Background: an optimization exercise with open tools, aiming at small area. Do not read the settings as production practice. In this exercise RTL edits were held to simulation tests only and were not proved equivalent to the original. Power is estimated from default activity; no workload was simulated. The clock port is modelled as an ideal driver; clocking choices that lean on that would not hold on a real chip.

==> design.v <==
module pc_decim (
    input  wire         clk,
    input  wire         rst,
    input  wire         cfg_we,
    input  wire [1:0]   cfg_ch,
    input  wire [31:0]  cfg_data,
    input  wire         mod_tick,
    input  wire [3:0]   mod_bits,
    output wire [3:0]   pc_valid,
    output wire [3:0]   pc_settled,
    output wire [127:0] pc_word
);
    reg [2:0] ph;
    always @(posedge clk)
        if (rst) ph <= 3'd0;
        else     ph <= ph + 3'd1;
    wire [1:0] new_order = cfg_data[26:25];
    wire [3:0] new_l2osr = cfg_data[24:21];
    wire       cfg_ok    = (new_order != 2'b11) && (new_l2osr >= 4'd4) && (new_l2osr <= 4'd12);
    wire [2:0] new_n     = {1'b0, new_order} + 3'd3;
    wire [5:0] new_s     = 6'd60 - new_n * new_l2osr;
    wire [7:0]  sd   [0:3];
    wire [3:0]  zf, lastb, clsf, rawf, alignf, ofsf;
    wire [1:0]  ordf [0:3];
    wire [5:0]  sf   [0:3];
    wire [2:0]  nsf  [0:3];
    genvar c;
    generate
        for (c = 0; c < 4; c = c + 1) begin : g_ch
            wire [2:0] dg = ph - 2 * c;
            pc_decim_chan u_chan (
                .clk      (clk),
                .rst      (rst),
                .dig      (dg),
                .cfg_we   (cfg_we && (cfg_ch == c)),
                .cfg_ok   (cfg_ok),
                .cfg_data (cfg_data),
                .new_s    (new_s),
                .mod_tick (mod_tick),
                .mod_bit  (mod_bits[c]),
                .sd       (sd[c]),
                .zero     (zf[c]),
                .lastbit  (lastb[c]),
                .cls      (clsf[c]),
                .raw      (rawf[c]),
                .align    (alignf[c]),
                .ofsbin   (ofsf[c]),
                .order    (ordf[c]),
                .s        (sf[c]),
                .nsamp    (nsf[c])
            );
            assign pc_valid[c] = clsf[c] && (dg == 3'd7);
        end
    endgenerate
    wire [2:0]  p4 = ph - 3'd4, p5 = ph - 3'd5, p6 = ph - 3'd6, p7 = ph - 3'd7;
    reg  [2:0]  cap4;
    reg  [10:0] cap5;
    reg  [18:0] cap6;
    always @(posedge clk) begin
        cap4 <= sd[p4[2:1]][7:5];
        cap5 <= {sd[p5[2:1]], cap4};
        cap6 <= {sd[p6[2:1]], cap5};
    end
    wire [1:0]  f     = p7[2:1];
    wire [23:0] t24   = {sd[f][4:0], cap6};
    wire [5:0]  s_f   = sf[f];
    wire [3:0]  sh    = (s_f > 6'd37) ? (s_f[3:0] - 4'd5) : 4'd0;    
    wire        clamp = lastb[f] && zf[f] && (t24 == 24'h800000);
    wire [23:0] t24c  = clamp ? (24'h7fffff & (24'hffffff << sh)) : t24;
    wire        raw   = rawf[f];
    wire        ofsr  = raw && ofsf[f];
    wire [23:0] x     = {t24c[23] ^ ofsr, t24c[22:0]};
    wire        fill  = !ofsr && x[23];
    wire [47:0] xs    = {{24{fill}}, x} >> sh;
    assign pc_word    = {4{(raw && alignf[f]) ? {x, 8'd0} : {{8{fill}}, xs[23:0]}}};
    assign pc_settled = {4{nsf[f] > ({1'b0, ordf[f]} + 3'd3)}};
endmodule
module pc_decim_chan (
    input  wire        clk,
    input  wire        rst,
    input  wire [2:0]  dig,         
    input  wire        cfg_we,
    input  wire        cfg_ok,
    input  wire [31:0] cfg_data,
    input  wire [5:0]  new_s,
    input  wire        mod_tick,
    input  wire        mod_bit,
    output wire [7:0]  sd,          
    output reg         zero,        
    output wire        lastbit,     
    output wire        cls,         
    output reg         raw,
    output reg         align,
    output reg         ofsbin,
    output reg  [1:0]  order,
    output reg  [5:0]  s,           
    output reg  [2:0]  nsamp        
);
    reg        en;
    reg [3:0]  l2osr;
    wire [1:0] new_order = cfg_data[26:25];
    wire [3:0] new_l2osr = cfg_data[24:21];
    wire       restart   = cfg_we && cfg_ok && cfg_data[31] &&
                           (!en || (new_order != order) || (new_l2osr != l2osr));
    always @(posedge clk) begin
        if (rst)
            en <= 1'b0;
        else if (cfg_we && cfg_ok)
            en <= cfg_data[31];
        if (cfg_we && cfg_ok) begin
            raw    <= cfg_data[30];
            align  <= cfg_data[29];
            ofsbin <= cfg_data[28];
            order  <= new_order;
            l2osr  <= new_l2osr;
            s      <= new_s;
        end
    end
    reg  [11:0] phase;
    wire [11:0] pmask = ~(12'hfff << l2osr);
    wire        wlast = &(phase | ~pmask);
    wire        tick  = mod_tick && en && !restart;
    always @(posedge clk) begin
        if (restart) begin
            phase <= 12'd0;
            nsamp <= 3'd0;
        end else if (tick) begin
            phase <= wlast ? 12'd0 : phase + 12'd1;
            if (wlast && nsamp != 3'd6)
                nsamp <= nsamp + 3'd1;
        end
    end
    reg v0, b0, k0, v1, b1, k1, clrp;
    reg a1, x1, c1, a2, x2, c2, clr, dump;
    always @(posedge clk) begin
        if (rst) begin
            v0   <= 1'b0;
            v1   <= 1'b0;
            clrp <= 1'b0;
            a1   <= 1'b0;
            a2   <= 1'b0;
            c1   <= 1'b0;
            c2   <= 1'b0;
            clr  <= 1'b0;
        end else if (dig == 3'd7) begin
            a1   <= v0 | tick;
            x1   <= v0 ? b0 : mod_bit;
            c1   <= v0 ? k0 : (tick & wlast);
            a2   <= v0 & (v1 | tick);
            x2   <= v1 ? b1 : mod_bit;
            c2   <= v0 & (v1 ? k1 : (tick & wlast));
            clr  <= clrp | restart;
            dump <= c2;
            v0   <= 1'b0;
            v1   <= 1'b0;
            clrp <= 1'b0;
        end else begin
            if (tick) begin
                if (!v0) begin
                    v0 <= 1'b1;
                    b0 <= mod_bit;
                    k0 <= wlast;
                end else begin
                    v1 <= 1'b1;
                    b1 <= mod_bit;
                    k1 <= wlast;
                end
            end
            if (restart)
                clrp <= 1'b1;
        end
    end
    assign cls     = c1 | c2;
    assign lastbit = c1 ? x1 : x2;
    reg [63:0] g1, g2, g3, g4, dd, nc1, nc2, nc3, nc4;
    wire        o3 = (order == 2'd0);
    wire        o4 = (order != 2'd2);
    wire        z3 = clr || o3;
    wire        z4 = clr || o4;
    wire [7:0]  o_g1 = clr ? 8'd0 : g1[7:0];
    wire [7:0]  o_g2 = clr ? 8'd0 : g2[7:0];
    wire [7:0]  o_g3 = z3  ? 8'd0 : g3[7:0];
    wire [7:0]  o_g4 = z4  ? 8'd0 : g4[7:0];
    wire [7:0]  o_dd = (clr || dump) ? 8'd0 : dd[7:0];
    wire [7:0]  m_c3 = o3 ? 8'hff : nc3[7:0];
    wire [7:0]  m_c4 = o4 ? 8'hff : nc4[7:0];
    wire        d0  = (dig == 3'd0);
    wire        eqd = (dig == s[5:3]);
    wire        gtd = (dig > s[5:3]);
    reg  [7:0]  one, ge;
    integer l;
    always @* begin
        for (l = 0; l < 8; l = l + 1) begin
            one[l] = eqd && (l == s[2:0]);
            ge[l]  = gtd || (eqd && (l >= s[2:0]));
        end
    end
    wire [7:0]  in1 = a1 ? (x1 ? one : ge) : 8'd0;
    wire [7:0]  in2 = a2 ? (x2 ? one : ge) : 8'd0;
    reg  [13:0] cy;      
    wire [13:0] ci = d0 ? 14'b11110000000000 : cy;
    wire [13:0] co;
    wire [7:0]  ga1, ga2, ga3, ga4, da;
    pc_decim_add u_a1 (.a(o_g1), .b(in1),               .ci(ci[0]), .s(ga1), .co(co[0]));
    pc_decim_add u_a2 (.a(o_g2), .b(a1 ? ga1 : 8'd0),   .ci(ci[1]), .s(ga2), .co(co[1]));
    pc_decim_add u_a3 (.a(o_g3), .b(a1 ? ga2 : 8'd0),   .ci(ci[2]), .s(ga3), .co(co[2]));
    pc_decim_add u_a4 (.a(o_g4), .b(a1 ? ga3 : 8'd0),   .ci(ci[3]), .s(ga4), .co(co[3]));
    pc_decim_add u_ad (.a(o_dd), .b(a1 ? ga4 : 8'd0),   .ci(ci[4]), .s(da),  .co(co[4]));
    wire [7:0]  gb1, gb2, gb3, gb4, db;
    pc_decim_add u_b1 (.a(ga1),               .b(in2),              .ci(ci[5]), .s(gb1), .co(co[5]));
    pc_decim_add u_b2 (.a(ga2),               .b(a2 ? gb1 : 8'd0),  .ci(ci[6]), .s(gb2), .co(co[6]));
    pc_decim_add u_b3 (.a(o3 ? 8'd0 : ga3),   .b(a2 ? gb2 : 8'd0),  .ci(ci[7]), .s(gb3), .co(co[7]));
    pc_decim_add u_b4 (.a(o4 ? 8'd0 : ga4),   .b(a2 ? gb3 : 8'd0),  .ci(ci[8]), .s(gb4), .co(co[8]));
    pc_decim_add u_bd (.a(c1 ? 8'd0 : da),    .b(a2 ? gb4 : 8'd0),  .ci(ci[9]), .s(db),  .co(co[9]));
    wire [7:0]  dsum = c1 ? da : db;
    wire [7:0]  y1, y2, y3, y4;
    pc_decim_add u_y1 (.a(dsum), .b(nc1[7:0]), .ci(ci[10]), .s(y1), .co(co[10]));
    pc_decim_add u_y2 (.a(y1),   .b(nc2[7:0]), .ci(ci[11]), .s(y2), .co(co[11]));
    pc_decim_add u_y3 (.a(y2),   .b(m_c3),     .ci(ci[12]), .s(y3), .co(co[12]));
    pc_decim_add u_y4 (.a(y3),   .b(m_c4),     .ci(ci[13]), .s(y4), .co(co[13]));
    assign sd = y4;
    wire [7:0]  w_c1 = cls ? ~dsum : (nc1[7:0] | {8{clr}});
    wire [7:0]  w_c2 = cls ? ~y1   : (nc2[7:0] | {8{clr}});
    wire [7:0]  w_c3 = cls ? ~y2   : (nc3[7:0] | {8{clr}});
    wire [7:0]  w_c4 = cls ? ~y3   : (nc4[7:0] | {8{clr}});
    always @(posedge clk) begin
        cy  <= co;
        g1  <= {gb1, g1[63:8]};
        g2  <= {gb2, g2[63:8]};
        g3  <= {gb3, g3[63:8]};
        g4  <= {gb4, g4[63:8]};
        dd  <= {db,  dd[63:8]};
        nc1 <= {w_c1, nc1[63:8]};
        nc2 <= {w_c2, nc2[63:8]};
        nc3 <= {w_c3, nc3[63:8]};
        nc4 <= {w_c4, nc4[63:8]};
        if (dig <= 3'd4)
            zero <= (d0 | zero) & ((dig == 3'd4) ? (sd[4:0] == 5'd0) : (sd == 8'd0));
    end
endmodule
module pc_decim_add (
    input  wire [7:0] a,
    input  wire [7:0] b,
    input  wire       ci,
    output wire [7:0] s,
    output wire       co
);
    wire [8:0] c;
    assign c[0] = ci;
    genvar i;
    generate
        for (i = 0; i < 8; i = i + 1) begin : g_bit
            assign s[i]   = a[i] ^ b[i] ^ c[i];
            assign c[i+1] = (a[i] & b[i]) | (c[i] & (a[i] ^ b[i]));
        end
    endgenerate
    assign co = c[8];
endmodule
==> run.sh <==
#!/bin/bash
# synth_recipe.tcl (not shown) runs the flow's synth.tcl, then flattens the netlist and writes it again
# the make line also repeats each setting of config.mk as NAME=value (left out here)
make -C /OpenROAD-flow-scripts/flow DESIGN_CONFIG=/design/flow/config.mk WORK_HOME=/design/flow/orfs CLKGATE_MAP_FILE= SYNTH_SCRIPT=/design/flow/synth_recipe.tcl finish
==> config.mk <==
export PLATFORM = sky130hd
export DESIGN_NAME = pc_decim
export DESIGN_NICKNAME = pc_decim
export VERILOG_FILES = /design/flow/design.v
export SDC_FILE = /design/flow/constraint.sdc
export NUM_CORES = 4
export LEC_CHECK = 0
export ABC_AREA = 1
export CAP_MARGIN = 20
export CORE_MARGIN = 2
export CORE_UTILIZATION = 50
export PLACE_DENSITY = 0.65
export SLEW_MARGIN = 20
==> constraint.sdc <==
create_clock -name core_clock -period 25.0 [get_ports {clk}]
set_input_delay 5.0000 -clock core_clock [delete_from_list [all_inputs] [get_ports {clk}]]
set_output_delay 5.0000 -clock core_clock [all_outputs]
set_load 0.01 [all_outputs]
==> metrics.md, run 1 <==
| Metric | Value |
|---|---|
| CTS max path bufs | `3` |
| Vias in the first global route | `42200` |
| Total Wirelength | `146 mm` |
| Design Area, Final | `89100 um^2` |
| CTS resizes | `0` |
| Synth area leader | `dfxtp_1` |
| Hold_buf cts | `0` |
| Max-slew headroom | `0.321` |
| Area growth syn-to-layout | `14.8%` |
| Clk pin slew, worst setup/hold paths | `around 0.070 ns` |
| DR vias/cell | `about 4.7` |
| Starting Density | `0.504` |
| CP max-delay cell | `nor4_1` |
| Top Ports | `around 180` |
| Crit path buf inv count | `9` |
| Reg2Reg Depth | `between 40 and 50` |
| Crit-path max cell delay | `between 0.7 and 0.8 ns` |
| Tot Pwr | `0.00926 W` |
| Post-synth cell types | `61` |
| Final Core Density | `0.578` |
| Area fraction of the dominant cell type after synthesis | `0.643` |
| Sequential share of the synthesized area | `0.679` |
| Final worst-path cycle share | `0.857` |
| Worst Max-Slew Pin Slew | `1.01 ns` |
| Fin Hold WS | `0.276 ns` |
| Die W | `398 um` |
| Clock Latency Late Sink | `approximately 0.84 ns` |
| Clock tree sinks | `approximately 2600` |
| Gate power share | `0.131` |
| Number of DRC markers in iteration 0 | `2948` |
| First-pass GRT wire length | `231 mm` |
| Layout net count | `7188` |
| Leakage power | `37.2 nW` |
| CP top delay family | `adder cells` |
| CTS tree | `yes` |
| Die H | `398 um` |
| Final Slew Violations | `0` |
| Final setup violation count | `0` |
| Hold Path Depth | `0` |
| Port bufs | `between 150 and 200` |
| Synth Instances | `6452` |
| Max Fclk | `46.7 MHz` |
| Max-Cap Viols | `0` |
| Placed cell area | `80600 um^2` |
| Number of flops mapped to enable cells by yosys | `92` |
| CTS Buf Count | `228` |
| Setup bufs post-CTS | `0` |
| Async S/R FF share, synth | `0` |
| Worst Skew | `between 0.06 and 0.07 ns` |
| Worst path depth | `52` |
| Die ar. | `158000 um^2` |
| Hold Startpoint | `g_ch[0].u_chan.dd[39]` |
| Total iterations of the first detailed-routing run | `6` |
| Final hold violation count | `0` |
| CP startpoint | `ph[2]` |
| Final min period | `roughly 21 ns` |
| FF-to-FF Start | `ph[2]` |
| Residual DRC | `0` |
| H-tree depth | `4` |
| Register bit count reported by yosys | `2584` |
| Switching power of the nets | `0.00229 W` |
| Core Area | `154000 um^2` |
| Gr ovfl total | `0` |
| Overall routing resource usage | `0.188` |
| Power share of the sequential group | `0.463` |
| Via count | `41700` |
| Int Pwr | `0.00697 W` |
| Post-Syn Nets | `6999` |
| Clock share of power | `0.407` |
| Dpl hpwl | `103 mm` |
| CP max FO | `11` |
| Root Buffer | `clkbuf_16` |
| Critical Path AT | `around 16 ns` |
| Critical Path Start Type | `flip-flop` |
| Synth cell count leaders | `dfxtp_1, nand2_1, inv_1, fa_1, nor2_1` |
| Post-synth design cell area | `slightly below 80000 um^2` |
| Syn_area_per_cell | `about 12 um^2` |
| Cell mode on critical path | `fa_1` |
| Switching Share | `0.247` |
| Largest net degree at the start of global routing | `40` |
| Req. time, crit path | `about 20 ns` |
| P per Cell Area | `104 nW/um^2` |
| Hold WC Path Type | `flip-flop to flip-flop` |
| Gpl congestion | `0.875` |
| Detail Route Antenna Nets | `0` |
| RSZ-0062 raised after global routing | `no` |
| VDD IR max | `0.0842 mV` |
| Rows | `144` |
| WS Path Type | `flip-flop to primary output` |
| Outcome | `complete, no violations` |
| Drt wl/cell | `16.5 um` |
| Share of cells above drive strength 1 | `0.0838` |
| Post-synth top flop | `dfxtp_1` |
| CP Capture Type | `primary output` |
| Fill cells | `about 12000` |
| Count leader, synth | `dfxtp_1` |
| Synth Warn # | `2` |
| Initial antenna violation count | `13` |
| Setup TNS | `0 ns` |
| Synth top area cells | `dfxtp_1, fa_1, nand2_1` |
-- state kept, by name (all words and copies together) (netlist names), 19 cells and up --
name               cells
g_ch.u_chan.nc3      256
g_ch.u_chan.dd       256
g_ch.u_chan.g3       256
g_ch.u_chan.g4       256
g_ch.u_chan.nc4      256
g_ch.u_chan.cy        56
g_ch.u_chan.nc2      256
g_ch.u_chan.g2       256
g_ch.u_chan.g1       256
cap6                  19
g_ch.u_chan.s         24
g_ch.u_chan.nc1      256
g_ch.u_chan.phase     48
-- layout by cell type (no fill, tap or decap), types with 15 or more instances in the layout --
cell type	count
xor2_1	15
nand3_2	17
clkbuf_16	235
ha_1	55
nand4_1	20
o21ai_0	269
edfxtp_1	92
nor3_1	35
o22ai_1	23
nor3b_1	20
a21oi_1	144
buf_4	37
nor2_1	303
dfxtp_1	2492
clkdlybuf4s50_1	155
clkbuf_1	29
or2_2	75
bufinv_16	37
nand2_1	1018
clkbuf_8	35
a22oi_1	70
fa_1	450
clkinv_2	46
inv_1	778
nand3_1	193
-- per-stage QoR --
stage	worst slack (ns)	cells
floorplan	7.49	6452
global placement	4.49	8455
detailed placement	4.34	8455
CTS	3.37	8882
global route	2.55	8882
finish	3.57	8883
-- logic make-up (layout without fill, tap and decap cells) --
logic type	after synthesis	after routing	synth area share
flip-flops	2584	2584	0.679
AND/OR/NAND/NOR	1728	1728	0.0948
buffers and inverters	1033	1419	0.0559
AO/OA/AOI/OAI	573	573	0.0422
adder cells (fa/ha/maj)	505	505	0.125
XOR/XNOR	29	29	0.00327
other	0	1	0
-- power by group through the flow --
stage | logic, W | clock network, W | registers, W
after floorplan | 0.000766 | 0 | 0.00436
after global placement | 0.00120 | 0 | 0.00437
after detailed placement | 0.00121 | 0 | 0.00438
after CTS | 0.00122 | 0.00385 | 0.00428
after global routing | 0.00131 | 0.00402 | 0.00429
final | 0.00121 | 0.00376 | 0.00428
-- layer usage --
metal / vias to the layer above / share of wire / wire, um / global-route usage
li1: 20300 / - / - / -
met1: 20200 / 0.48 / 69800 / 0.268
met2: 1005 / 0.44 / 64400 / 0.287
met4: 18 / 0.025 / 3640 / 0.0582
met5: - / 0.00079 / 115 / 0
met3: 273 / 0.057 / 8380 / 0.0393
-- final cells by class --
cell class | instances | area, um^2 | share of cell area
clock buffer | 299 | 6470 | 0.0727
timing repair buffer | 192 | 1830 | 0.0205
tap | 2044 | 2560 | 0.0287
clock inverter | 128 | 1960 | 0.0220
multi-input combinational | 2835 | 20600 | 0.231
antenna | 1 | 2.50 | 0.0000281
inverter | 800 | 3010 | 0.0338
sequential | 2584 | 52700 | 0.591
-- path summary, 6_finish.rpt --
kind	to	slack [ns]
setup / recovery	pc_word[117]	3.57
setup reg to reg	g_ch[1].u_chan.zero	10.52
hold / removal	g_ch[0].u_chan.dd[31]	0.28
hold reg to reg	g_ch[0].u_chan.dd[31]	0.28
==> inputs of run 2 (changes only) <==
==> flow/run.sh (new file) <==
#!/bin/bash
set -euo pipefail
export CTS_ARGS="-sink_clustering_enable -repair_clock_nets -dont_use_dummy_load -sink_clustering_size 30 -sink_clustering_max_diameter 100 -buf_list {sky130_fd_sc_hd__clkbuf_16}"
export BUFFER_PORTS_ARGS="-buffer_cell sky130_fd_sc_hd__buf_1"
bash standard.sh > make.log 2>&1
==> standard.sh (new file) <==
#!/bin/bash
# synth_recipe.tcl (not shown) runs the flow's synth.tcl, then flattens the netlist and writes it again
# the make line also repeats each setting of config.mk as NAME=value (left out here)
make -C /OpenROAD-flow-scripts/flow DESIGN_CONFIG=/design/flow/config.mk WORK_HOME=/design/flow/orfs CLKGATE_MAP_FILE= SYNTH_SCRIPT=/design/flow/synth_recipe.tcl "${@:-finish}"
removed: run.sh
==> run 2 against run 1 <==
Still clean on timing, DRC and antenna. Routed wire length fell by 3.8%. Clock skew increased by 0.023 ns. Synthesized area unchanged. Largest power group unchanged.
==> metrics.md, run 2 <==
| Metric | Value |
|---|---|
| Mux cell area share after synthesis | `0` |
| Hold WC Path Type | `flip-flop to flip-flop` |
| Final min period | `21.05 ns` |
| Post-synth cell types | `61` |
| Cell mode on critical path | `fa_1` |
| Reg2Reg Depth | `42` |
| Crit path buf inv count | `10` |
| Register bit count reported by yosys | `2584` |
| Die ar. | `158000 um^2` |
| Hold_buf cts | `0` |
| FF-to-FF Start | `ph[1]` |
| Reg-to-reg setup timing slack | `roughly 11 ns` |
| Gr ovfl total | `0` |
| Req. time, crit path | `20.00 ns` |
| Clk pin slew, worst setup/hold paths | `0.11 ns` |
| Clock Latency Late Sink | `0.75 ns` |
| Overall routing resource usage | `0.179` |
| Number of DRC markers in iteration 0 | `2600` |
| CTS resizes | `0` |
| Area growth syn-to-layout | `5.86%` |
| CP max FO | `11` |
| CP Capture Type | `primary output` |
| Die W | `398 um` |
| Number of flops mapped to enable cells by yosys | `92` |
| CP top delay family | `adder cells` |
| Area fraction of the dominant cell type after synthesis | `0.643` |
| Async S/R FF share, synth | `0` |
| Worst Max-Slew Pin Slew | `1.11 ns` |
| Outcome | `complete, no violations` |
| P per Cell Area | `86.4 nW/um^2` |
| Synth Warn # | `2` |
| Post-Synth Simple-Gate Area | `0.0948` |
| CTS tree | `yes` |
| Final Core Density | `0.533` |
| CTS max path bufs | `3` |
| Post-Syn Nets | `between 6000 and 7000` |
| Leakage power | `33.9 nW` |
| Final setup violation count | `0` |
| Synth Area in Compound Gates | `0.0422` |
| Post-Synth Adder-Cell Area | `0.125` |
| VDD IR max | `approximately 0.061 mV` |
| Post-synth top flop | `dfxtp_1` |
| Layout net count | `slightly above 7000` |
| Starting Density | `0.504` |
| Top Ports | `roughly 180` |
| Root Buffer | `clkbuf_16` |
| Worst Hold Path EP | `g_ch[1].u_chan.nc4[11]` |
| Post-synthesis xor/xnor area fraction | `0.00327` |
| Syn_area_per_cell | `12.0 um^2` |
| Drt wl/cell | `16.4 um` |
| WS Path Type | `flip-flop to primary output` |
| Critical Path Start Type | `flip-flop` |
| Design Area, Final | `82100 um^2` |
| Final Slew Violations | `0` |
| Total iterations of the first detailed-routing run | `6` |
| Initial antenna violation count | `16` |
| Placed cell area | `79700 um^2` |
| Share of cells above drive strength 1 | `0.0419` |
| Detail Route Antenna Nets | `0` |
| Clock tree sinks | `2584` |
| Rows | `144` |
| Commonest non-fill, non-tap cell in the layout | `dfxtp_1` |
| Port bufs | `155` |
| Final worst-path cycle share | `0.842` |
| Worst Skew | `0.0908 ns` |
| Synth area leader | `dfxtp_1` |
| First-pass GRT wire length | `220 mm` |
| Die H | `398 um` |
| Synth cell count leaders | `dfxtp_1, nand2_1, inv_1, fa_1, nor2_1` |
| Residual DRC | `0` |
| DR vias/cell | `4.74` |
| Crit-path max cell delay | `0.74 ns` |
| Synth Instances | `around 6500` |
| Max-Cap Viols | `0` |
| Hold Startpoint | `g_ch[1].u_chan.nc4[19]` |
| Dpl hpwl | `103 mm` |
| Core Area | `154000 um^2` |
| Final hold violation count | `0` |
| CP max-delay cell | `nor4_1` |
| Vias in the first global route | `39800` |
| Hold Path Depth | `0` |
| RSZ-0062 raised after global routing | `no` |
| Max-slew headroom | `0.257` |
| Setup bufs post-CTS | `0` |
| Sequential share of the synthesized area | `0.679` |
| Via count | `40500` |
| Largest family of logic cells by synthesized area | `adder cells` |
| Critical Path AT | `16.05 ns` |
| Largest net degree at the start of global routing | `40` |
| Setup TNS | `0 ns` |
| Synth top area cells | `dfxtp_1, fa_1, nand2_1` |
| CTS Buf Count | `97` |
| Count leader, synth | `dfxtp_1` |
| Most frequent cells in the layout | `dfxtp_1, nand2_1, inv_1, fa_1, nor2_1` |
| Post-synth design cell area | `77600 um^2` |
| Total Wirelength | `between 100 and 150 mm` |
| R2R Path End | `g_ch[1].u_chan.zero` |
| H-tree depth | `3` |
| Max Fclk | `47.5 MHz` |
| Gpl congestion | `between 0.8 and 0.9` |
-- run 2: layer usage --
metal	track usage	up-vias	part of all wire
met1	0.261	19700	0.49
met4	0.0423	28	0.023
met2	0.276	863	0.44
li1	-	19800	-
met5	0	-	0.0012
met3	0.0327	219	0.053
-- run 2: area by class of cell --
class	count	area [um^2]
sequential	2584	52700
multi-input combinational	2835	20600
inverter	800	3010
timing repair buffer	194	875
clock buffer	97	2430
antenna	1	2.50
fill	13200	71900
tap	2044	2560
-- run 2: through the flow --
step | setup slack, ns | hold slack (ns) | total power, W | std cells
2_1_floorplan | 7.49 | 0.310 | 0.00512 | 6452
3_3_place_gp | 4.96 | 0.309 | 0.00536 | 8457
3_5_place_dp | 4.79 | 0.312 | 0.00536 | 8457
4_1_cts | 3.88 | 0.262 | 0.00717 | 8554
5_1_grt | 3.07 | 0.279 | 0.00741 | 8554
6_report | 3.95 | 0.264 | 0.00709 | 8555
-- run 2: kinds of logic (layout without fill, tap and decap cells) --
logic type | count (synthesis) | after routing
XOR/XNOR | 29 | 29
AO/OA/AOI/OAI | 573 | 573
other | 0 | 1
flip-flops | 2584 | 2584
AND/OR/NAND/NOR | 1728 | 1728
adder cells (fa/ha/maj) | 505 | 505
buffers and inverters | 1033 | 1091
-- run 2: how the worst max path moves through the flow --
| stage | start | slack [ns] | cells past startpoint | endpoint |
|---|---|---|---|---|
| after floorplan | ph[2] | 7.49 | 53 | pc_word[119] |
| after global placement | ph[1] | 4.96 | 52 | pc_word[85] |
| after detailed placement | ph[1] | 4.79 | 52 | pc_word[47] |
| after CTS | ph[1] | 3.88 | 52 | pc_word[47] |
| after global routing | ph[1] | 3.07 | 51 | pc_word[17] |
| final | ph[1] | 3.95 | 52 | pc_word[47] |
-- run 2: power by group --
part | leakage (nW) | switching, W | internal, W
registers | 21.0 | 0.0000426 | 0.00424
logic | 11.7 | 0.000703 | 0.000283
clock network | 1.20 | 0.00113 | 0.000700
==> inputs of run 3 (changes only) <==
==> flow/run.sh (replaced) <==
#!/bin/bash
set -euo pipefail
export CTS_ARGS="-sink_clustering_enable -repair_clock_nets -dont_use_dummy_load -sink_clustering_size 18 -sink_clustering_max_diameter 80 -buf_list {sky130_fd_sc_hd__clkbuf_8}"
export BUFFER_PORTS_ARGS="-buffer_cell sky130_fd_sc_hd__buf_1"
bash standard.sh > make.log 2>&1
==> run 3 against run 2 <==
Setup slack got worse by 0.10 ns. First-iteration DRC count fell by 1.5%. Worst hold slack gained 0.0093 ns. Sequential power about the same. Register-to-register slack lost 0.04 ns. Critical path type unchanged. Synthesized cell count is the same. Global-route usage grew 0.19 points. Clock skew is 0.0048 ns higher.
==> metrics.md, run 3 <==
| Metric | Value |
|---|---|
| Setup bufs post-CTS | `0` |
| CP Capture Type | `primary output` |
| Total iterations of the first detailed-routing run | `6` |
| Number of flops mapped to enable cells by yosys | `92` |
| Reg2Reg Depth | `42` |
| R2R Path End | `g_ch[1].u_chan.zero` |
| Sequential cell area | `52700 um^2` |
| Largest net degree at the start of global routing | `40` |
| Die H | `398 um` |
| Synth cell count leaders | `dfxtp_1, nand2_1, inv_1, fa_1, nor2_1` |
| Global Route met2 Usage | `0.276` |
| Tot Pwr | `around 0.007 W` |
| Hold WC Path Type | `flip-flop to flip-flop` |
| Top Ports | `178` |
| Die W | `roughly 400 um` |
| Hold Path Depth | `0` |
| CTS resizes | `0` |
| Most frequent cells in the layout | `dfxtp_1, nand2_1, inv_1, fa_1, nor2_1` |
| Clk pin slew, worst setup/hold paths | `around 0.11 ns` |
| Dpl hpwl | `103 mm` |
| Gr ovfl total | `0` |
| Drt wl/cell | `16.4 um` |
| Critical Path Start Type | `flip-flop` |
| Max-Cap Viols | `0` |
| CP max-delay cell | `nor4_1` |
| Number of DRC markers in iteration 0 | `2561` |
| Gpl congestion | `0.896` |
| Placed cell area | `79700 um^2` |
| Max Fclk | `47.3 MHz` |
| Syn_area_per_cell | `12.0 um^2` |
| WS Path Type | `flip-flop to primary output` |
| Post-synth design cell area | `77600 um^2` |
| Max-slew headroom | `0.240` |
| Port bufs | `155` |
| Synth Instances | `between 6000 and 7000` |
| Final hold violation count | `0` |
| Initial antenna violation count | `18` |
| CP max FO | `11` |
| Design Area, Final | `approximately 82000 um^2` |
| Post-synth top flop | `dfxtp_1` |
| Sequential share of the synthesized area | `0.679` |
| Post-synth cell types | `61` |
| Area growth syn-to-layout | `5.68%` |
| Async S/R FF share, synth | `0` |
| VDD IR max | `0.0617 mV` |
| Rows | `between 100 and 150` |
| Post-Syn Nets | `6999` |
| P per Cell Area | `85.5 nW/um^2` |
| Worst Hold Path EP | `g_ch[3].u_chan.g4[0]` |
| Routing usage on met1 | `0.262` |
| Commonest non-fill, non-tap cell in the layout | `dfxtp_1` |
| Area fraction of the dominant cell type after synthesis | `0.643` |
| Register bit count reported by yosys | `between 2000 and 3000` |
| Share of cells above drive strength 1 | `0.0520` |
| Synth Warn # | `2` |
| FF-to-FF Start | `ph[1]` |
| Req. time, crit path | `approximately 20 ns` |
| Starting Density | `0.504` |
| Outcome | `complete, no violations` |
| Total Wirelength | `around 140 mm` |
| RSZ-0062 raised after global routing | `no` |
| Worst Skew | `0.0955 ns` |
| Hold_buf cts | `0` |
| Fin Hold WS | `0.273 ns` |
| Residual DRC | `0` |
| CTS max path bufs | `3` |
| Final min period | `21.15 ns` |
| Setup TNS | `0 ns` |
| Final Core Density | `0.532` |
| Worst Max-Slew Pin Slew | `1.13 ns` |
| Clock tree sinks | `2584` |
| Multi-input gate area | `20600 um^2` |
| CP top delay family | `adder cells` |
| Count leader, synth | `dfxtp_1` |
| Root Buffer | `clkbuf_8` |
| CTS Buf Count | `166` |
| First-pass GRT wire length | `222 mm` |
| Vias in the first global route | `40300` |
| Overall routing resource usage | `0.181` |
| Final setup violation count | `0` |
| Hold Startpoint | `g_ch[3].u_chan.g4[8]` |
| Reg-to-reg setup timing slack | `10.50 ns` |
| Fill cells | `roughly 13000` |
| Final Slew Violations | `0` |
| DR vias/cell | `roughly 4.7` |
| Critical Path AT | `16.15 ns` |
| Final worst-path cycle share | `0.846` |
| H-tree depth | `4` |
| Via count | `40800` |
| Synth area leader | `dfxtp_1` |
| Met3 Resource Use GR | `0.0376` |
| Layout net count | `about 7100` |
| Synth top area cells | `dfxtp_1, fa_1, nand2_1` |
| Cell mode on critical path | `fa_1` |
| Core Area | `154000 um^2` |
| CTS tree | `yes` |
| Leakage power | `33.9 nW` |
| Crit-path max cell delay | `0.76 ns` |
| Crit path buf inv count | `10` |
| Busiest layer in global routing | `met2` |
| Clock Latency Late Sink | `0.90 ns` |
| Die ar. | `158000 um^2` |
| Detail Route Antenna Nets | `0` |
run 3: cell counts after synthesis:
Identical to the previous run, type by type.
run 3: stage by stage:
stage / instances / setup WS, ns
detailed placement: 8457 / 4.79
CTS: 8623 / 3.72
floorplan: 6452 / 7.49
global route: 8625 / 2.91
finish: 8628 / 3.85
global placement: 8457 / 4.96
run 3: cell families (layout without fill, tap and decap cells):
| group | after synthesis | count (layout) | synth area share |
|---|---|---|---|
| simple gates | 1728 | 1728 | 0.0948 |
| other cells | 0 | 5 | 0 |
| xor+xnor | 29 | 29 | 0.00327 |
| flops | 2584 | 2584 | 0.679 |
| compound gates | 573 | 573 | 0.0422 |
| buf+inv | 1033 | 1160 | 0.0559 |
| fa+ha+maj | 505 | 505 | 0.125 |
run 3: final cells by class:
| type | instances | share of cell area |
|---|---|---|
| Tap cell | 2044 | 0.0312 |
| Inverter | 800 | 0.0367 |
| Multi-Input combinational cell | 2835 | 0.251 |
| Antenna cell | 5 | 0.000153 |
| Clock buffer | 166 | 0.0279 |
| Timing Repair Buffer | 194 | 0.0107 |
| Sequential cell | 2584 | 0.642 |
run 3: how the worst max path moves through the flow:
stage	startpoint	endpoint	slack (ns)	cells past startpoint
after floorplan	ph[2]	pc_word[119]	7.49	53
after global placement	ph[1]	pc_word[85]	4.96	52
after detailed placement	ph[1]	pc_word[47]	4.79	52
after CTS	ph[1]	pc_word[47]	3.72	52
after global routing	ph[1]	pc_word[17]	2.91	51
final	ph[1]	pc_word[47]	3.85	52
run 3: worst reg2reg max path: cells and delay by family (launching register included):
kind	cells	cell delay, ns
adder cells (fa/ha/maj)	19	9.11
flip-flops	1	0.55
AO/OA/AOI/OAI	4	0.87
AND/OR/NAND/NOR	11	2.82
buffers and inverters	8	0.94
run 3: per-layer routing:
metal | vias up | part of all wire | wire (um)
met5 | - | 0.0012 | 172
met4 | 28 | 0.020 | 2820
met3 | 231 | 0.052 | 7310
met2 | 832 | 0.44 | 61800
met1 | 19800 | 0.49 | 69500
li1 | 19900 | - | -
run 3: power breakdown:
| group | total [W] | switching, W | leakage, nW | internal, W |
|---|---|---|---|---|
| clock | 0.00174 | 0.00114 | 1.19 | 0.000598 |
| combinational | 0.000988 | 0.000705 | 11.7 | 0.000283 |
| sequential | 0.00428 | 0.0000425 | 21.0 | 0.00424 |
==> inputs of run 4 (changes only) <==
--- a/flow/run.sh
+++ b/flow/run.sh
@@ -1,3 +1,10 @@
 #!/bin/bash
+# The standard layout (bash standard.sh, which runs the standard synthesis
+# unchanged) with two changes to how the layout is made:
+#  - clock tree synthesis adds no dummy loads and puts up to 18 flip-flops
+#    within 80 um under each clkbuf_8 leaf buffer;
+#  - every input and output port still gets its own buffer, a buf_1.
+# make's full output goes to make.log here; each tool's log is under
+# orfs/logs/.
 set -euo pipefail
 export CTS_ARGS="-sink_clustering_enable -repair_clock_nets -dont_use_dummy_load -sink_clustering_size 18 -sink_clustering_max_diameter 80 -buf_list {sky130_fd_sc_hd__clkbuf_8}"
==> run 4 against run 3 <==
Still clean on timing, DRC and antenna. Sequential cell count unchanged. Sequential power about the same. Clock skew unchanged. Worst hold slack unchanged. Fmax unchanged. Total power unchanged. Die area unchanged. Core utilization unchanged. Sequential share of layout area unchanged. Critical path type unchanged. Highest routed layer unchanged.
==> metrics.md, run 4 <==
| Metric | Value |
|---|---|
| Inst Count DP | `8457` |
| Cell mode on critical path | `fa_1` |
| Hold_buf cts | `0` |
| Largest net degree at the start of global routing | `40` |
| Hold WC Path Type | `flip-flop to flip-flop` |
| Reg2Reg Depth | `42` |
| Synth cell count leaders | `dfxtp_1, nand2_1, inv_1, fa_1, nor2_1` |
| Mux cell area share after synthesis | `0` |
| Final Slew Violations | `0` |
| P per Cell Area | `roughly 86 nW/um^2` |
| Count leader, synth | `dfxtp_1` |
| Drt wl/cell | `16.4 um` |
| Sequential cell area | `52700 um^2` |
| Final min period | `21.15 ns` |
| Synth Warn # | `2` |
| Syn_area_per_cell | `12.0 um^2` |
| RSZ-0062 raised after global routing | `no` |
| Crit-path max cell delay | `about 0.76 ns` |
| Max-Cap Viols | `0` |
| Number of flops mapped to enable cells by yosys | `92` |
| Total Wirelength | `142 mm` |
| Commonest non-fill, non-tap cell in the layout | `dfxtp_1` |
| Tot Pwr | `0.00701 W` |
| CTS tree | `yes` |
| Setup TNS | `0 ns` |
| WS Path Type | `flip-flop to primary output` |
| Register bit count reported by yosys | `2584` |
| Placed cell area | `79700 um^2` |
| Fill cells | `13200` |
| Gpl congestion | `roughly 0.9` |
| CP max FO | `11` |
| Dpl hpwl | `103 mm` |
| Dpl ws | `4.79 ns` |
| Top Ports | `178` |
| Post-synth cell types | `61` |
| Area fraction of the dominant cell type after synthesis | `0.643` |
| Critical Path AT | `16.15 ns` |
| Total iterations of the first detailed-routing run | `6` |
| Clock Latency Late Sink | `0.90 ns` |
| Residual DRC | `0` |
| Layout net count | `~7100` |
| Worst Skew | `0.0955 ns` |
| Share of cells above drive strength 1 | `0.0520` |
| H-tree depth | `4` |
| Hold Path Depth | `0` |
| Synth Instances | `6452` |
| Crit path buf inv count | `10` |
| Synth area leader | `dfxtp_1` |
| Multi-input gate area | `between 20000 and 25000 um^2` |
| Req. time, crit path | `20.00 ns` |
| CTS Buf Count | `approximately 170` |
| Async S/R FF share, synth | `0` |
| Synth Area in Compound Gates | `0.0422` |
| FF-to-FF Start | `ph[1]` |
| Max Fclk | `47.3 MHz` |
| Hold Startpoint | `g_ch[3].u_chan.g4[8]` |
| Via count | `40800` |
| Detail Route Antenna Nets | `0` |
| Rows | `144` |
| DR vias/cell | `4.72` |
| Final worst-path cycle share | `0.846` |
| Vias in the first global route | `40300` |
| Worst Hold Path EP | `g_ch[3].u_chan.g4[0]` |
| Largest family of logic cells by synthesized area | `adder cells` |
| Post-synth design cell area | `approximately 78000 um^2` |
| CTS max path bufs | `3` |
| Final setup violation count | `0` |
| Post-Syn Nets | `6999` |
| Outcome | `complete, no violations` |
| R2R Path End | `g_ch[1].u_chan.zero` |
| Starting Density | `0.504` |
| Post-Synth Simple-Gate Area | `0.0948` |
| Reg-to-reg setup timing slack | `roughly 11 ns` |
| Leakage power | `33.9 nW` |
| Max-slew headroom | `0.240` |
| Clk pin slew, worst setup/hold paths | `approximately 0.11 ns` |
| Number of DRC markers in iteration 0 | `2561` |
| Worst Max-Slew Pin Slew | `1.13 ns` |
| Synth top area cells | `dfxtp_1, fa_1, nand2_1` |
| Area growth syn-to-layout | `5.68%` |
| Final std cells w/o fill | `approximately 8600` |
| Post-Synth Adder-Cell Area | `0.125` |
| Most frequent cells in the layout | `dfxtp_1, nand2_1, inv_1, fa_1, nor2_1` |
| Final setup margin | `3.85 ns` |
| Sequential share of the synthesized area | `0.679` |
| Final hold violation count | `0` |
| Core Area | `154000 um^2` |
| Setup bufs post-CTS | `0` |
| CP Capture Type | `primary output` |
| CP max-delay cell | `nor4_1` |
| Overall routing resource usage | `0.181` |
| Initial antenna violation count | `18` |
| Gr ovfl total | `0` |
| Post-synth top flop | `dfxtp_1` |
| Post-synthesis xor/xnor area fraction | `0.00327` |
| Die H | `398 um` |
| CTS resizes | `0` |
| CP top delay family | `adder cells` |
| VDD IR max | `a little over 0.06 mV` |
| Critical Path Start Type | `flip-flop` |
| Die ar. | `about 160000 um^2` |
| Die W | `398 um` |
| Clock tree sinks | `2584` |
| Port bufs | `155` |
| First-pass GRT wire length | `222 mm` |
| Root Buffer | `clkbuf_8` |
| Design Area, Final | `82000 um^2` |
[run 4: cell counts after synthesis]
No cell type changed its count.
[run 4: layout make-up]
| cell class | instances | area share |
|---|---|---|
| sequential | 2584 | 0.642 |
| multi-input combinational | 2835 | 0.251 |
| antenna | 5 | 0.000153 |
| timing repair buffer | 194 | 0.0107 |
| tap | 2044 | 0.0312 |
| clock buffer | 166 | 0.0279 |
| inverter | 800 | 0.0367 |
[run 4: stage by stage]
| stage | util | hold slack (ns) |
|---|---|---|
| detailed placement | 0.517 | 0.312 |
| finish | 0.532 | 0.273 |
| CTS | 0.532 | 0.274 |
| global placement | 0.517 | 0.309 |
| floorplan | - | 0.310 |
| global route | 0.532 | 0.284 |
[run 4: worst max path at each step]
stage	from	to	slack, ns	depth (start not counted)
6_report	ph[1]	pc_word[47]	3.85	52
5_1_grt	ph[1]	pc_word[17]	2.91	51
4_1_cts	ph[1]	pc_word[47]	3.72	52
3_5_place_dp	ph[1]	pc_word[47]	4.79	52
3_3_place_gp	ph[1]	pc_word[85]	4.96	52
2_1_floorplan	ph[2]	pc_word[119]	7.49	53
[run 4: report_power, final]
group	switching [W]	leakage, nW	internal [W]	total (W)
registers	0.0000425	21.0	0.00424	0.00428
clock network	0.00114	1.19	0.000598	0.00174
logic	0.000705	11.7	0.000283	0.000988
[run 4: kinds of logic (layout without fill, tap and decap cells)]
logic type	Yosys count	count (layout)
simple gates	1728	1728
compound gates	573	573
flops	2584	2584
fa+ha+maj	505	505
xor+xnor	29	29
buf+inv	1033	1160
other cells	0	5
[run 4: metal layers]
layer  up-vias  share of wire  GRT usage
met5         -         0.0012          0
li1      19900              -          -
met2       832           0.44      0.276
met1     19800           0.49      0.262
met3       231          0.052     0.0376
met4        28          0.020     0.0457
==> inputs of run 5 (changes only) <==
--- a/design.v
+++ b/design.v
@@ -21,5 +21,5 @@
     wire [5:0] new_s     = 6'd60 - new_n * new_l2osr;
     wire [7:0]  sd   [0:3];
-    wire [3:0]  zf, lastb, clsf, rawf, alignf, ofsf;
+    wire [3:0]  zf, lastb, clsf, alf, ofsf;
     wire [1:0]  ordf [0:3];
     wire [5:0]  sf   [0:3];
@@ -43,7 +43,6 @@
                 .lastbit  (lastb[c]),
                 .cls      (clsf[c]),
-                .raw      (rawf[c]),
-                .align    (alignf[c]),
-                .ofsbin   (ofsf[c]),
+                .m_align  (alf[c]),
+                .m_ofs    (ofsf[c]),
                 .order    (ordf[c]),
                 .s        (sf[c]),
@@ -68,10 +67,9 @@
     wire        clamp = lastb[f] && zf[f] && (t24 == 24'h800000);
     wire [23:0] t24c  = clamp ? (24'h7fffff & (24'hffffff << sh)) : t24;
-    wire        raw   = rawf[f];
-    wire        ofsr  = raw && ofsf[f];
+    wire        ofsr  = ofsf[f];
     wire [23:0] x     = {t24c[23] ^ ofsr, t24c[22:0]};
     wire        fill  = !ofsr && x[23];
     wire [47:0] xs    = {{24{fill}}, x} >> sh;
-    assign pc_word    = {4{(raw && alignf[f]) ? {x, 8'd0} : {{8{fill}}, xs[23:0]}}};
+    assign pc_word    = {4{alf[f] ? {x, 8'd0} : {{8{fill}}, xs[23:0]}}};
     assign pc_settled = {4{nsf[f] > ({1'b0, ordf[f]} + 3'd3)}};
 endmodule
@@ -82,6 +80,6 @@
     input  wire        cfg_we,
     input  wire        cfg_ok,
+    input  wire [5:0]  new_s,
     input  wire [31:0] cfg_data,
-    input  wire [5:0]  new_s,
     input  wire        mod_tick,
     input  wire        mod_bit,
@@ -90,7 +88,6 @@
     output wire        lastbit,     
     output wire        cls,         
-    output reg         raw,
-    output reg         align,
-    output reg         ofsbin,
+    output reg         m_align,     
+    output reg         m_ofs,       
     output reg  [1:0]  order,
     output reg  [5:0]  s,           
@@ -109,7 +106,6 @@
             en <= cfg_data[31];
         if (cfg_we && cfg_ok) begin
-            raw    <= cfg_data[30];
-            align  <= cfg_data[29];
-            ofsbin <= cfg_data[28];
+            m_align <= cfg_data[30] & cfg_data[29];
+            m_ofs   <= cfg_data[30] & cfg_data[28];
             order  <= new_order;
             l2osr  <= new_l2osr;
==> flow/run.sh (replaced) <==
#!/bin/bash
# The standard layout (standard.sh), with these changes to how it is made:
#  - after the standard synthesis (bash standard.sh synth, unchanged), the
#    full adders' polarities are chosen again to need fewer inverters
#    (fapol.py), and the combinational logic between the flip-flops and
#    adders is mapped again for area with ABC (remap.tcl, remap.abc); the
#    flip-flops keep their cells and names;
#  - clock tree synthesis adds no dummy loads and puts up to 18 flip-flops
#    within 80 um under each clkbuf_8 leaf buffer;
#  - every input and output port still gets its own buffer, a buf_1.
# Logs: make's output in synth.log and layout.log, fapol.py's in fapol.log,
# yosys's in remap.log; each ORFS step's log is under orfs/logs/.
set -euo pipefail
here=$(pwd)
res=$here/orfs/results/$FLOW_PLATFORM/pc_decim/base
bash standard.sh synth > synth.log 2>&1
cp $res/1_2_yosys.v $here/standard_1_2_yosys.v
python3 flow/fapol.py $here/standard_1_2_yosys.v $here/fapol.v > fapol.log 2>&1
export REMAP_LIB=$FLOW_HOME/platforms/sky130hd/lib/sky130_fd_sc_hd__tt_025C_1v80.lib
export REMAP_IN=$here/fapol.v
export REMAP_OUT=$here/remap.v
export REMAP_SCRIPT=$here/flow/remap.abc
export REMAP_KEEP="$(grep -oE 'sky130_fd_sc_hd__(df|edf|sdf|fa_|ha_|dl|conb)[a-z0-9_]*' $here/standard_1_2_yosys.v | sort -u | tr '\n' ' ')"
export REMAP_DONT_USE="$(make -s -C $FLOW_HOME DESIGN_CONFIG=$here/config.mk print-DONT_USE_CELLS 2>/dev/null | sed 's/^DONT_USE_CELLS: *//')"
yosys -c flow/remap.tcl > remap.log 2>&1
grep -q "sky130_fd_sc_hd__" remap.v
cp remap.v $res/1_2_yosys.v
rm -f $res/1_synth.odb $res/1_synth.sdc
export CTS_ARGS="-sink_clustering_enable -repair_clock_nets -dont_use_dummy_load -sink_clustering_size 18 -sink_clustering_max_diameter 80 -buf_list {sky130_fd_sc_hd__clkbuf_8}"
export BUFFER_PORTS_ARGS="-buffer_cell sky130_fd_sc_hd__buf_1"
bash standard.sh > layout.log 2>&1
==> flow/fapol.py (new file) <==
#!/usr/bin/env python3
"""Re-choose the polarity of the full adders in a mapped sky130hd netlist.

A full adder is self-dual: FA(~a, ~b, ~c) = (~sum, ~cout).  Yosys's
extract_fa picks each adder's polarity on its own, which leaves many
inverters on adder inputs and outputs.  This script removes every inverter
that only feeds cell pins, then chooses for each fa cell whether it computes
the true or the complemented function so that as few signals as possible are
needed in both polarities, and adds one inverter per signal that still is.
The function of the netlist and all its other cells, flip-flops included, are
unchanged.

usage: fapol.py IN.v OUT.v
"""
import random
import re
import sys

INV_RE = re.compile(r'^sky130_fd_sc_hd__(inv|clkinv)_\d+$')
FA_RE = re.compile(r'^sky130_fd_sc_hd__fa_\d+$')
OUT_PINS = {'X', 'Y', 'Q', 'Q_N', 'SUM', 'COUT', 'HI', 'LO'}
FA_IN = ('A', 'B', 'CIN')
FA_OUT = ('SUM', 'COUT')


def main():
    src, dst = sys.argv[1], sys.argv[2]
    text = open(src).read()
    mods = re.findall(r'\bmodule\b', text)
    assert len(mods) == 1, 'expects one flat module'
    head_end = None
    inst_re = re.compile(r'^  (sky130_fd_sc_hd__\w+) (\S+)\s+\((.*?)\);\n', re.S | re.M)
    insts = []
    for m in inst_re.finditer(text):
        if head_end is None:
            head_end = m.start()
        pins = []
        for pm in re.finditer(r'\.(\w+)\(([^()]*)\)', m.group(3)):
            pins.append([pm.group(1), pm.group(2).strip()])
        insts.append({'type': m.group(1), 'name': m.group(2), 'pins': pins,
                      'span': (m.start(), m.end())})
    assert insts
    tail_start = insts[-1]['span'][1]
    head = text[:head_end]
    tail = text[tail_start:]
    # everything between instances must be blank
    for a, b in zip(insts, insts[1:]):
        assert text[a['span'][1]:b['span'][0]].strip() == '', 'unexpected text between cells'
    assert 'assign' not in head and 'assign' not in tail, 'assign statements not handled'
    assert 'sky130_fd_sc_hd__' not in head + tail, 'cell outside the parsed instances'

    ports = set()
    for m in re.finditer(r'^\s*(input|output|inout)\s+(\[[^\]]*\]\s*)?(\S+)\s*;', head, re.M):
        name = m.group(3)
        rng = m.group(2)
        if rng:
            hi, lo = [int(x) for x in rng.strip()[1:-1].split(':')]
            for i in range(min(hi, lo), max(hi, lo) + 1):
                ports.add('%s[%d]' % (name, i))
        ports.add(name)

    def is_port(n):
        return n in ports or n.startswith("1'b")

    driver = {}      # net -> (inst index, pin)
    sinks = {}       # net -> list of (inst index, pin slot)
    for i, c in enumerate(insts):
        for k, (p, n) in enumerate(c['pins']):
            if p in OUT_PINS:
                assert n not in driver, 'net with two drivers: ' + n
                driver[n] = (i, p)
            else:
                sinks.setdefault(n, []).append((i, k))

    # inverters that can go: output not a port
    removable = set()
    for i, c in enumerate(insts):
        if INV_RE.match(c['type']):
            out = [n for p, n in c['pins'] if p == 'Y'][0]
            if not is_port(out):
                removable.add(i)

    # root and parity of each net, looking through removable inverters
    memo = {}

    def root(n):
        if n in memo:
            return memo[n]
        r, q = n, 0
        seen = 0
        while r in driver and driver[r][0] in removable:
            i = driver[r][0]
            r = [nn for p, nn in insts[i]['pins'] if p == 'A'][0]
            q ^= 1
            seen += 1
            assert seen < 100
        memo[n] = (r, q)
        return memo[n]

    fa = [i for i, c in enumerate(insts) if FA_RE.match(c['type'])]
    fa_idx = {i: j for j, i in enumerate(fa)}
    flip = [0] * len(fa)

    # requirements: for each root, list of (sink fa index or -1, parity)
    reqs = {}
    for i, c in enumerate(insts):
        if i in removable:
            continue
        for k, (p, n) in enumerate(c['pins']):
            if p in OUT_PINS:
                continue
            r, q = root(n)
            reqs.setdefault(r, []).append((fa_idx.get(i, -1), q, i, k))
    # root drivers that are fa outputs
    rdrv = {}
    for r in reqs:
        d = driver.get(r)
        rdrv[r] = fa_idx.get(d[0], -1) if d else -1
        if d and d[0] in removable:
            raise SystemExit('root driven by a removable inverter')

    roots = list(reqs)
    # fa -> roots it touches
    touch = [set() for _ in fa]
    for r in roots:
        if rdrv[r] >= 0:
            touch[rdrv[r]].add(r)
        for s, q, i, k in reqs[r]:
            if s >= 0:
                touch[s].add(r)

    def need_inv(r):
        fd = flip[rdrv[r]] if rdrv[r] >= 0 else 0
        for s, q, i, k in reqs[r]:
            fs = flip[s] if s >= 0 else 0
            if q ^ fs != fd:
                return 1
        return 0

    cur = {r: need_inv(r) for r in roots}
    total = sum(cur.values())
    start = total
    rnd = random.Random(1)

    def try_flip(group):
        nonlocal total
        rs = set()
        for j in group:
            flip[j] ^= 1
            rs |= touch[j]
        new = {r: need_inv(r) for r in rs}
        delta = sum(new.values()) - sum(cur[r] for r in rs)
        return delta, new

    # adders chained through their carries flip together too
    chain_of = list(range(len(fa)))

    def find(x):
        while chain_of[x] != x:
            chain_of[x] = chain_of[chain_of[x]]
            x = chain_of[x]
        return x
    for j, i in enumerate(fa):
        cout = [n for p, n in insts[i]['pins'] if p == 'COUT'][0]
        r, _ = root(cout)
        for s, q, ii, k in reqs.get(r, []):
            if s >= 0:
                chain_of[find(s)] = find(j)
    chains = {}
    for j in range(len(fa)):
        chains.setdefault(find(j), []).append(j)
    groups = [[j] for j in range(len(fa))] + [g for g in chains.values() if len(g) > 1]

    temp = 1.0
    for it in range(40):
        improved = False
        order = list(range(len(groups)))
        rnd.shuffle(order)
        for gi in order:
            g = groups[gi]
            delta, new = try_flip(g)
            if delta < 0 or (delta == 0 and rnd.random() < 0.5) or \
                    (temp > 0.05 and delta > 0 and rnd.random() < pow(2.7, -delta / temp)):
                cur.update(new)
                total += delta
                if delta < 0:
                    improved = True
            else:
                for j in g:
                    flip[j] ^= 1
        temp *= 0.8
        if not improved and temp < 0.05:
            break
    # final greedy descent
    while True:
        improved = False
        for g in groups:
            delta, new = try_flip(g)
            if delta < 0:
                cur.update(new)
                total += delta
                improved = True
            else:
                for j in g:
                    flip[j] ^= 1
        if not improved:
            break
    total = sum(need_inv(r) for r in roots)

    # rewrite connections
    inv_net = {}
    new_cells = []
    new_wires = []

    def inverted(r):
        if r not in inv_net:
            k = len(inv_net)
            net = '_fapol_n%d_' % k
            inv_net[r] = net
            new_wires.append(net)
            new_cells.append('  sky130_fd_sc_hd__inv_1 _fapol_i%d_ (\n    .A(%s),\n    .Y(%s)\n  );\n'
                             % (k, fmt(r), net))
        return inv_net[r]

    def fmt(n):
        return n + ' ' if n.startswith('\\') else n

    for r in roots:
        fd = flip[rdrv[r]] if rdrv[r] >= 0 else 0
        for s, q, i, k in reqs[r]:
            fs = flip[s] if s >= 0 else 0
            insts[i]['pins'][k][1] = r if q ^ fs == fd else inverted(r)

    out = [head]
    for i, c in enumerate(insts):
        if i in removable:
            continue
        pins = ',\n'.join('    .%s(%s)' % (p, fmt(n)) for p, n in c['pins'])
        out.append('  %s %s (\n%s\n  );\n' % (c['type'], c['name'], pins))
    out.extend(new_cells)
    body = ''.join(out)
    decl = ''.join('  wire %s;\n' % w for w in new_wires)
    # declare the new wires right after the module's first declaration block
    idx = body.index(';\n', body.index('module')) + 2
    body = body[:idx] + decl + body[idx:]
    open(dst, 'w').write(body + tail)
    print('fapol: %d full adders, %d flipped, %d inverters removed, %d added (%d before)'
          % (len(fa), sum(flip), len(removable), len(new_cells), start), file=sys.stderr)


if __name__ == '__main__':
    main()
==> flow/remap.abc (new file) <==
strash
dc2
&get -n
&dch -f
&nf -R 1000
&put
strash
&get -n
&dch -f
&nf -R 1000
&put
==> flow/remap.tcl (new file) <==
# Re-map the combinational logic of the standard synthesis's netlist for area.
# Flip-flops, full adders and half adders stay as the cells they are, under
# their names; every other cell is read as its function and mapped again.
set lib $::env(REMAP_LIB)
yosys read_liberty -ignore_miss_func -ignore_miss_dir -ignore_miss_data_latch $lib
yosys read_verilog $::env(REMAP_IN)
yosys hierarchy -top $::env(FLOW_TOP)
set keep {}
foreach c [split $::env(REMAP_KEEP) " "] {
  if {$c ne ""} { lappend keep $c }
}
yosys setattr -mod -set keep_hierarchy 1 {*}$keep
yosys flatten
yosys opt_clean -purge
yosys stat -liberty $lib
set dont {}
foreach c [split $::env(REMAP_DONT_USE) " "] {
  if {$c ne ""} { lappend dont -dont_use $c }
}
yosys abc -liberty $lib {*}$dont -script $::env(REMAP_SCRIPT)
yosys setundef -zero
yosys splitnets
yosys opt_clean -purge
yosys hilomap -singleton -hicell sky130_fd_sc_hd__conb_1 HI -locell sky130_fd_sc_hd__conb_1 LO
yosys insbuf -buf sky130_fd_sc_hd__buf_4 A X
yosys opt_clean -purge
yosys stat -liberty $lib
yosys select $::env(FLOW_TOP)
yosys write_verilog -noattr -noexpr -nohex -nodec -selected $::env(REMAP_OUT)
==> run 5 against run 4 <==
Largest power group unchanged. Sequential power about the same. Via count down 8.7%. Largest cell class unchanged. Count of clock-buffer cells in the layout down 3. Total power down 3.4%.
==> metrics.md, run 5 <==
| Metric | Value |
|---|---|
| Outcome | `complete, no violations` |
| First-pass GRT wire length | `205 mm` |
| Final Slew Violations | `0` |
| Gr ovfl total | `0` |
| Die H | `between 300 and 400 um` |
| Via count | `~37000` |
| Clock Latency Late Sink | `0.88 ns` |
| Root Buffer | `clkbuf_8` |
| Clk pin slew, worst setup/hold paths | `~0.11 ns` |
| Synth Instances | `~5400` |
| CP max-delay cell | `fa_1` |
| CTS max path bufs | `3` |
| CP Capture Type | `primary output` |
| Residual DRC | `0` |
| Vias in the first global route | `about 37000` |
| Syn_area_per_cell | `between 10 and 15 um^2` |
| Detail Route Antenna Nets | `0` |
| WS Path Type | `flip-flop to primary output` |
| Post-synth design cell area | `74700 um^2` |
| Max-slew headroom | `0.321` |
| CTS Buf Count | `163` |
| Setup bufs post-CTS | `0` |
| Gate power share | `0.112` |
| Design Area, Final | `79700 um^2` |
| CP max FO | `9` |
| P per Cell Area | `85.0 nW/um^2` |
| Final setup violation count | `0` |
| Hold WC Path Type | `flip-flop to flip-flop` |
| Worst Skew | `0.0891 ns` |
| Dpl ws | `approximately 4.2 ns` |
| RSZ-0062 raised after global routing | `no` |
| Post-Syn Nets | `5994` |
| Number of DRC markers in iteration 0 | `2253` |
| Switching Share | `0.251` |
| Commonest non-fill, non-tap cell in the layout | `dfxtp_1` |
| Max-Cap Viols | `0` |
| Max Fclk | `approximately 45 MHz` |
| Cell mode on critical path | `fa_1` |
| Core Area | `148000 um^2` |
| Critical Path Start Type | `flip-flop` |
| Int Pwr | `0.00507 W` |
| Synth Warn # | `2` |
| Overall routing resource usage | `0.172` |
| Die W | `between 300 and 400 um` |
| Switching power of the nets | `0.00170 W` |
| Final min period | `21.98 ns` |
| Gpl congestion | `approximately 0.88` |
| Req. time, crit path | `20.00 ns` |
| Final Core Density | `0.538` |
| Critical Path AT | `about 17 ns` |
| Most frequent cells in the layout | `dfxtp_1, fa_1, nand2_1, nor2_1, a21oi_1` |
| Area growth syn-to-layout | `6.65%` |
| Starting Density | `0.505` |
| Top Ports | `178` |
| DR vias/cell | `4.86` |
| Total Wirelength | `about 130 mm` |
| Worst Max-Slew Pin Slew | `1.02 ns` |
| Initial antenna violation count | `17` |
| Rows | `141` |
| Port bufs | `155` |
| Drt wl/cell | `16.9 um` |
| Clock tree sinks | `2580` |
| Die ar. | `153000 um^2` |
| Final worst-path cycle share | `0.879` |
| Hold_buf cts | `0` |
| VDD IR max | `0.0584 mV` |
| Layout net count | `6270` |
| Placed cell area | `77400 um^2` |
| Final setup margin | `3.02 ns` |
| Share of cells above drive strength 1 | `0.0393` |
| Clock share of power | `0.254` |
| Final hold violation count | `0` |
| CTS tree | `yes` |
| H-tree depth | `4` |
| Dpl hpwl | `92.2 mm` |
| Crit-path max cell delay | `0.79 ns` |
| Power share of the sequential group | `0.634` |
| Leakage power | `about 30 nW` |
| Largest net degree at the start of global routing | `42` |
| Setup TNS | `0 ns` |
| Total iterations of the first detailed-routing run | `8` |
| CTS resizes | `0` |
==> run 5: power by group through the flow <==
stage | Combinational, W | Clock (W) | Sequential, W
6_report | 0.000759 | 0.00172 | 0.00430
5_1_grt | 0.000831 | 0.00194 | 0.00431
4_1_cts | 0.000757 | 0.00179 | 0.00430
3_5_place_dp | 0.000753 | 0 | 0.00439
3_3_place_gp | 0.000756 | 0 | 0.00439
2_1_floorplan | 0.000563 | 0 | 0.00437
==> run 5: final cells by class <==
cell class	count	area (um^2)
fillers	12300	68300
well taps	1930	2410
flip-flops and latches	2580	52500
inverters	218	818
clock buffers	163	2240
repair buffers	210	996
diodes	5	12.5
multi-input cells	2550	20700
==> run 5: metrics by stage <==
stage	instances	hold slack (ns)	total power, W
final	7656	0.278	0.00677
after global routing	7654	0.288	0.00708
after CTS	7651	0.276	0.00684
after detailed placement	7488	0.312	0.00514
after global placement	7488	0.309	0.00514
after floorplan	5447	0.310	0.00493
==> run 5: worst paths after layout <==
path	cells after the start	startpoint	slack (ns)	endpoint
worst max-delay path	41	ph[1]	3.02	pc_word[0]
worst min-delay path	0	g_ch[3].u_chan.g4[54]	0.28	g_ch[3].u_chan.g4[46]
worst max register to register	34	ph[1]	10.31	cap6[18]
worst min register to register	0	g_ch[3].u_chan.g4[54]	0.28	g_ch[3].u_chan.g4[46]
==> run 5: critical path: cells and delay by family, from the launching register on <==
kind	cells	cell delay, ns
adders and majority gates	16	8.54
and+or+nand+nor	12	3.23
AOI/OAI and AO/OA	8	1.90
buffers and inverters	3	1.07
muxes	2	0.77
DFF	1	0.56
==> run 5: routing by layer <==
layer | part of all wire | wire length, um | vias up | track usage
li1 | - | - | 17900 | -
met1 | 0.49 | 63800 | 18200 | 0.254
met2 | 0.43 | 55200 | 823 | 0.258
met3 | 0.057 | 7410 | 214 | 0.0388
met4 | 0.021 | 2670 | 18 | 0.0446
met5 | 0.00093 | 120 | - | 0

## separate check: timing with driven ports
How much do the figures lean on ideal ports? The routed layouts below were timed once more, with nothing changed but the port constraints.
Step 1: set_driving_cell puts a clkbuf_16 on clk and a buf_2 on each other input, an assumption about the parent block.
Step 2 moves the port delays by t, midway between the first and last clock arrival at a register: inputs arrive t later, outputs are due t later. That takes back most of the time a late clock gives input paths.
Slacks: ideal / step 1 / step 2; pairs: ideal / step 1.
| run | shift t [ns] | slack for setup (ns) | worst hold slack (ns) |
|---|---|---|---|
| run 1 | 0.886 | 3.570 / 3.493 / 4.379 | 0.276 / 0.276 / 0.276 |
| run 2 | 0.776 | 3.950 / 3.874 / 4.651 | 0.264 / 0.264 / 0.264 |
| run 3 | 0.925 | 3.847 / 3.770 / 4.695 | 0.273 / 0.273 / 0.273 |
| run 4 | 0.925 | 3.847 / 3.770 / 4.695 | 0.273 / 0.273 / 0.273 |
| run 5 | 0.915 | 3.018 / 2.944 / 3.859 | 0.278 / 0.278 / 0.278 |
After both steps every run listed still meets setup and hold.
